Source: an optimization exercise on an open RTL-to-GDS flow (aim: small area, a short achievable clock period and few clock cycles). Production flows keep margins and buffers that such runs may drop.
RTL that was checked went through simulation tests only; none was proved equivalent to the original.

==> 02-07 <==
==> flow/design.v <==
module audit_hash (
    input  wire         clk,
    input  wire         rst,
    input  wire         in_valid,
    output wire         in_ready,
    input  wire [63:0]  in_data,
    output reg          out_valid,
    output wire [255:0] out_hash
);
    localparam [31:0] IV0 = 32'h6a09e667, IV1 = 32'hbb67ae85, IV2 = 32'h3c6ef372, IV3 = 32'ha54ff53a,
                      IV4 = 32'h510e527f, IV5 = 32'h9b05688c, IV6 = 32'h1f83d9ab, IV7 = 32'h5be0cd19;
    reg         st;          
    reg  [6:0]  t;           
    reg         first;       
    reg  [2:0]  wc;          
    reg         hiok;        
    reg  [3:0]  pos;         
    reg         rounds;      
    reg         late;        
    reg         ffw;         
    reg         sw1;         
    reg  [2:0]  m;           
    reg         byp;         
    reg         ivld;        
    reg         push_hi;     
    reg         pad;         
    reg  [31:0] a, b, c, d, e, f, g, hk;
    reg  [31:0] w [0:15];
    reg  [31:0] ha [0:3];
    reg  [31:0] he [0:3];
    reg  [63:0] ibuf;
    reg         bfull;
    wire       push_lo = hiok;
    assign in_ready = ~bfull | hiok;
    wire       take = in_ready & in_valid;
    reg [31:0] k_t;
    always @(*) begin
        if (t[6]) k_t = 32'h428a2f98;
        else case (t[5:0])
            6'd0: k_t = 32'h71374491;
            6'd1: k_t = 32'hb5c0fbcf;
            6'd2: k_t = 32'he9b5dba5;
            6'd3: k_t = 32'h3956c25b;
            6'd4: k_t = 32'h59f111f1;
            6'd5: k_t = 32'h923f82a4;
            6'd6: k_t = 32'hab1c5ed5;
            6'd7: k_t = 32'hd807aa98;
            6'd8: k_t = 32'h12835b01;
            6'd9: k_t = 32'h243185be;
            6'd10: k_t = 32'h550c7dc3;
            6'd11: k_t = 32'h72be5d74;
            6'd12: k_t = 32'h80deb1fe;
            6'd13: k_t = 32'h9bdc06a7;
            6'd14: k_t = 32'hc19bf174;
            6'd15: k_t = 32'he49b69c1;
            6'd16: k_t = 32'hefbe4786;
            6'd17: k_t = 32'h0fc19dc6;
            6'd18: k_t = 32'h240ca1cc;
            6'd19: k_t = 32'h2de92c6f;
            6'd20: k_t = 32'h4a7484aa;
            6'd21: k_t = 32'h5cb0a9dc;
            6'd22: k_t = 32'h76f988da;
            6'd23: k_t = 32'h983e5152;
            6'd24: k_t = 32'ha831c66d;
            6'd25: k_t = 32'hb00327c8;
            6'd26: k_t = 32'hbf597fc7;
            6'd27: k_t = 32'hc6e00bf3;
            6'd28: k_t = 32'hd5a79147;
            6'd29: k_t = 32'h06ca6351;
            6'd30: k_t = 32'h14292967;
            6'd31: k_t = 32'h27b70a85;
            6'd32: k_t = 32'h2e1b2138;
            6'd33: k_t = 32'h4d2c6dfc;
            6'd34: k_t = 32'h53380d13;
            6'd35: k_t = 32'h650a7354;
            6'd36: k_t = 32'h766a0abb;
            6'd37: k_t = 32'h81c2c92e;
            6'd38: k_t = 32'h92722c85;
            6'd39: k_t = 32'ha2bfe8a1;
            6'd40: k_t = 32'ha81a664b;
            6'd41: k_t = 32'hc24b8b70;
            6'd42: k_t = 32'hc76c51a3;
            6'd43: k_t = 32'hd192e819;
            6'd44: k_t = 32'hd6990624;
            6'd45: k_t = 32'hf40e3585;
            6'd46: k_t = 32'h106aa070;
            6'd47: k_t = 32'h19a4c116;
            6'd48: k_t = 32'h1e376c08;
            6'd49: k_t = 32'h2748774c;
            6'd50: k_t = 32'h34b0bcb5;
            6'd51: k_t = 32'h391c0cb3;
            6'd52: k_t = 32'h4ed8aa4a;
            6'd53: k_t = 32'h5b9cca4f;
            6'd54: k_t = 32'h682e6ff3;
            6'd55: k_t = 32'h748f82ee;
            6'd56: k_t = 32'h78a5636f;
            6'd57: k_t = 32'h84c87814;
            6'd58: k_t = 32'h8cc70208;
            6'd59: k_t = 32'h90befffa;
            6'd60: k_t = 32'ha4506ceb;
            6'd61: k_t = 32'hbef9a3f7;
            6'd62: k_t = 32'hc67178f2;
            6'd63: k_t = 32'h428a2f98;
            default: k_t = 32'h0;
        endcase
    end
    function [31:0] ks_add(input [31:0] x, input [31:0] y);
        reg [31:0] gg, pp;
        integer i, k;
        begin
            gg = x & y;
            pp = x ^ y;
            for (k = 1; k < 32; k = k * 2)
                for (i = 31; i >= k; i = i - 1) begin
                    gg[i] = gg[i] | (pp[i] & gg[i - k]);
                    pp[i] = pp[i] & pp[i - k];
                end
            ks_add = x ^ y ^ {gg[30:0], 1'b0};
        end
    endfunction
    wire [31:0] s1  = {e[5:0], e[31:6]} ^ {e[10:0], e[31:11]} ^ {e[24:0], e[31:25]};
    wire [31:0] ch  = (e & f) ^ (~e & g);
    wire [31:0] s0  = {a[1:0], a[31:2]} ^ {a[12:0], a[31:13]} ^ {a[21:0], a[31:22]};
    wire [31:0] maj = (a & b) ^ (a & c) ^ (b & c);
    wire [31:0] t1s = hk ^ s1 ^ ch;
    wire [31:0] t1c = {(hk[30:0] & s1[30:0]) | (hk[30:0] & ch[30:0]) | (s1[30:0] & ch[30:0]), 1'b0};
    wire [31:0] es  = t1s ^ t1c ^ d;
    wire [31:0] ec  = {(t1s[30:0] & t1c[30:0]) | (t1s[30:0] & d[30:0]) | (t1c[30:0] & d[30:0]), 1'b0};
    wire [31:0] as1 = t1s ^ t1c ^ s0;
    wire [31:0] ac1 = {(t1s[30:0] & t1c[30:0]) | (t1s[30:0] & s0[30:0]) | (t1c[30:0] & s0[30:0]), 1'b0};
    wire [31:0] as2 = as1 ^ ac1 ^ maj;
    wire [31:0] ac2 = {(as1[30:0] & ac1[30:0]) | (as1[30:0] & maj[30:0]) | (ac1[30:0] & maj[30:0]), 1'b0};
    wire [31:0] a_new = ks_add(as2, ac2);
    wire [31:0] e_new = ks_add(es, ec);
    wire [31:0] ls0 = {w[1][6:0], w[1][31:7]} ^ {w[1][17:0], w[1][31:18]} ^ (w[1] >> 3);
    wire [31:0] ls1 = {w[14][16:0], w[14][31:17]} ^ {w[14][18:0], w[14][31:19]} ^ (w[14] >> 10);
    wire [31:0] w_new = ls1 + w[9] + ls0 + w[0];
    wire [31:0] hk_next = g + k_t + w[1];
    reg  [31:0] iva, ive;        
    reg  [31:0] lda, lde;        
    always @(*) begin
        case (t[1:0])
            2'd3: begin iva = IV3; ive = IV7; end
            2'd0: begin iva = IV2; ive = IV6; end
            2'd1: begin iva = IV1; ive = IV5; end
            default: begin iva = IV0; ive = IV4; end
        endcase
        case (t[1:0])
            2'd0: begin lda = IV3; lde = IV7; end
            2'd1: begin lda = IV2; lde = IV6; end
            2'd2: begin lda = IV1; lde = IV5; end
            default: begin lda = IV0; lde = IV4; end
        endcase
    end
    wire [31:0] suma = c + ha[0];
    wire [31:0] sume = g + he[0];
    wire [31:0] hw  = first ? 32'd0 : byp ? suma :
                      m[2] ? (m[0] ? he[2] : he[0]) : (m[0] ? ha[2] : ha[0]);
    reg  [1:0]  padk;        
    wire [31:0] padw = {padk[0], 21'd0, padk[1], padk[1], 8'd0};
    wire [31:0] w15 = (rounds & ~late) ? w_new :
                      push_hi ? ibuf[63:32] :
                      push_lo ? ibuf[31:0] :
                      pad     ? padw : w[0];
    assign out_hash = {ha[3], ha[2], ha[1], ha[0], he[3], he[2], he[1], he[0]};
    wire [2:0] wc_next = push_lo ? wc + 3'd1 : wc;
    wire go2 = ~st & t[6] & (t[3:0] == 4'd3) & ~wc[2];             
    wire go1 = st & t[6] & (t[3:0] == 4'd3) & wc_next[2];          
    wire go  = go1 | go2;
    wire       st_n    = go ? ~st : st;
    wire [6:0] t_n     = go ? 7'd0 :
                         {(t[3:0] == 4'd15 && t[6:4] != 3'd5) ? t[6:4] + 3'd1 : t[6:4], t[3:0] + 4'd1};
    wire [3:0] pos_n   = go ? 4'd12 : pos + 4'd1;
    wire       bfull_n = take | (bfull & ~push_lo);
    wire       hiok_n  = push_hi;
    wire       late_n  = t_n[6] | (t_n[5] & t_n[4]);
    integer i;
    always @(posedge clk) begin
        b <= a; c <= b; d <= c;
        f <= e; g <= f;
        hk <= hk_next;
        if (rounds) begin
            a <= a_new;
            e <= e_new;
        end else if (~st) begin
            a <= ha[3];
            e <= he[3];
        end else begin
            a <= lda;
            e <= lde;
        end
        for (i = 0; i < 15; i = i + 1)
            if (i != 1) w[i] <= w[i + 1];
        w[1]  <= sw1 ? hw : w[2];
        w[15] <= w15;
        for (i = 0; i < 3; i = i + 1) begin
            ha[i] <= ha[i + 1];
            he[i] <= he[i + 1];
        end
        ha[3] <= ffw ? suma : ivld ? iva : ha[0];
        he[3] <= ffw ? sume : ivld ? ive : he[0];
        if (take)
            ibuf <= in_data;
        if (rst) begin
            bfull     <= 1'b0;
            st        <= 1'b1;
            t         <= 7'd58;
            pos       <= 4'd6;
            rounds    <= 1'b1;
            late      <= 1'b1;
            ffw       <= 1'b0;
            sw1       <= 1'b0;
            m         <= 3'd0;
            byp       <= 1'b0;
            ivld      <= 1'b0;
            push_hi   <= 1'b0;
            pad       <= 1'b0;
            padk      <= 2'd0;
            first     <= 1'b1;
            wc        <= 3'd0;
            hiok      <= 1'b0;
            out_valid <= 1'b0;
        end else begin
            hiok      <= hiok_n;
            bfull     <= bfull_n;
            wc        <= wc_next;
            out_valid <= st & (t == 7'd66) & ~first;
            if (~st & (t == 7'd5))
                first <= 1'b0;
            st        <= st_n;
            t         <= t_n;
            pos       <= pos_n;
            rounds    <= ~t_n[6];
            late      <= late_n;
            ffw       <= (t_n >= 7'd63) & (t_n <= 7'd66);
            sw1       <= st_n ? (t_n[6] & (t_n[3:1] == 3'b001)) : (t_n[6:1] < 6'd3);
            m         <= st_n ? {2'b00, t_n[0]} : t_n[2:0] + 3'd2;
            byp       <= st_n & (t_n == 7'd66);
            ivld      <= ~st_n & (t_n >= 7'd8) & (t_n <= 7'd62);
            push_hi   <= bfull_n & ~hiok_n & late_n & (wc_next[2] == ~st_n) &
                         (pos_n == {st_n, wc_next[1:0], 1'b0});
            pad       <= ~st_n & late_n & pos_n[3];
            padk      <= {pos_n == 4'd15, pos_n == 4'd8};
        end
    end
endmodule
==> flow/flow/run.sh <==
#!/bin/bash
set -euo pipefail
bash standard.sh "BUFFER_PORTS_ARGS=-buffer_cell sky130_fd_sc_hd__buf_1" SETUP_SLACK_MARGIN=5.5 finish > standard_flow.log 2>&1
==> flow/standard.sh <==
#!/bin/bash
# synth_recipe.tcl (not shown) runs the flow's synth.tcl, then flattens the netlist and writes it again
# the make line also repeats each setting of config.mk as NAME=value (left out here)
make -C /OpenROAD-flow-scripts/flow DESIGN_CONFIG=/design/flow/config.mk WORK_HOME=/design/flow/orfs CLKGATE_MAP_FILE= SYNTH_SCRIPT=/design/flow/synth_recipe.tcl "${@:-finish}"
==> flow/config.mk <==
export PLATFORM = sky130hd
export DESIGN_NAME = audit_hash
export DESIGN_NICKNAME = audit_hash
export VERILOG_FILES = /design/flow/design.v
export SDC_FILE = /design/flow/constraint.sdc
export NUM_CORES = 4
export LEC_CHECK = 0
export CAP_MARGIN = 20
export CORE_MARGIN = 2
export CORE_UTILIZATION = 40
export CTS_CLUSTER_DIAMETER = 110
export CTS_CLUSTER_SIZE = 22
export PLACE_DENSITY = 0.6
export SLEW_MARGIN = 20
==> flow/constraint.sdc <==
create_clock -name core_clock -period 10.0 [get_ports {clk}]
set_input_delay 2.0000 -clock core_clock [delete_from_list [all_inputs] [get_ports {clk}]]
set_output_delay 2.0000 -clock core_clock [all_outputs]
set_load 0.01 [all_outputs]
==> 11-08: changes against 02-07 <==
--- a/flow/design.v
+++ b/flow/design.v
@@ -105,18 +105,4 @@
         endcase
     end
-    function [31:0] ks_add(input [31:0] x, input [31:0] y);
-        reg [31:0] gg, pp;
-        integer i, k;
-        begin
-            gg = x & y;
-            pp = x ^ y;
-            for (k = 1; k < 32; k = k * 2)
-                for (i = 31; i >= k; i = i - 1) begin
-                    gg[i] = gg[i] | (pp[i] & gg[i - k]);
-                    pp[i] = pp[i] & pp[i - k];
-                end
-            ks_add = x ^ y ^ {gg[30:0], 1'b0};
-        end
-    endfunction
     wire [31:0] s1  = {e[5:0], e[31:6]} ^ {e[10:0], e[31:11]} ^ {e[24:0], e[31:25]};
     wire [31:0] ch  = (e & f) ^ (~e & g);
@@ -131,6 +117,6 @@
     wire [31:0] as2 = as1 ^ ac1 ^ maj;
     wire [31:0] ac2 = {(as1[30:0] & ac1[30:0]) | (as1[30:0] & maj[30:0]) | (ac1[30:0] & maj[30:0]), 1'b0};
-    wire [31:0] a_new = ks_add(as2, ac2);
-    wire [31:0] e_new = ks_add(es, ec);
+    wire [31:0] a_new = as2 + ac2;
+    wire [31:0] e_new = es + ec;
     wire [31:0] ls0 = {w[1][6:0], w[1][31:7]} ^ {w[1][17:0], w[1][31:18]} ^ (w[1] >> 3);
     wire [31:0] ls1 = {w[14][16:0], w[14][31:17]} ^ {w[14][18:0], w[14][31:19]} ^ (w[14] >> 10);
==> flow/flow/run.sh (replaced) <==
#!/bin/bash
set -euo pipefail
bash standard.sh "BUFFER_PORTS_ARGS=-buffer_cell sky130_fd_sc_hd__buf_1" SETUP_SLACK_MARGIN=5.7 finish > standard_flow.log 2>&1
==> comparison table <==
item                                                       02-07           11-08
Synthesized area per cell                              10.5 um^2       10.4 um^2
R2R Path End                                       a[31]$_DFF_P_   a[23]$_DFF_P_
M2 GR Usage                                                41.4%           45.9%
Xor and xnor fraction of the mapped netlist area           7.60%           7.19%
Hpwl dp                                                133000 um       147000 um
Routed length on met2                                   76400 um        85000 um
Final Cycle Share                                          47.0%           47.8%
GR Layer Usage met3                                        3.33%           4.23%
Post-synthesis compound-gate area fraction                 14.7%           14.6%
Syn-to-layout area delta                                   13.7%           12.6%
CLK BUF                                                       72              68
Met3 wirelength from detailed routing                   12900 um        14300 um
Number of clock buffers inserted by TritonCTS                 61              60
Synthesized netlist net count                               5221            5304
Result of the run                                 finished clean  finished clean
Die width                                                 356 um          357 um
Multi-input combinational cell area                  0.0246 mm^2     0.0249 mm^2
Fill cell total of the finished layout                     11.4k           11.8k
Crit path to                                       a[31]$_DFF_P_   a[23]$_DFF_P_
Global Route Usage Sum                                     26.7%           28.9%
Worst-case reg-to-reg path depth                              17              21
Initial standard-cell utilization of the core              40.5%           40.3%
Testbench counts of 11-08, summed over its fixed seeds: cycles 104,520.
The RTL of 02-07 was laid out without a check of its function.

==> what the ideal ports hide <==
The flow's constraints put no driver on any port. The routed layouts listed below were extracted and timed again, unchanged, in two steps.
Step 1 sets driving cells, clkbuf_16 on the clock port and buf_2 on the other inputs (assumed; they add their load-dependent delay and slew).
Step 2 adds t to the input delays and takes it off the output delays; t is the mean of the earliest and latest rising clock arrival at the registers after step 1. Input paths then give back, and output paths get back, about the clock's delay inside the block.
Three values: no drivers, after step 1, after step 2; two values: the first two.
run | shift t [ns] | slack for setup (ns) | worst slew at a driven data input, ns | pins driven straight from the clock port
02-07 | 0.782 | 5.300 / 5.300 / 5.020 | 0.04 | 1
11-08 | 0.791 | 5.221 / 5.221 / 5.118 | 0.06 | 1
After both steps every run listed still meets setup and hold. For 02-07, which loses most, drivers alone change the setup slack by 0.000 ns; drivers and shift together by -0.280 ns.
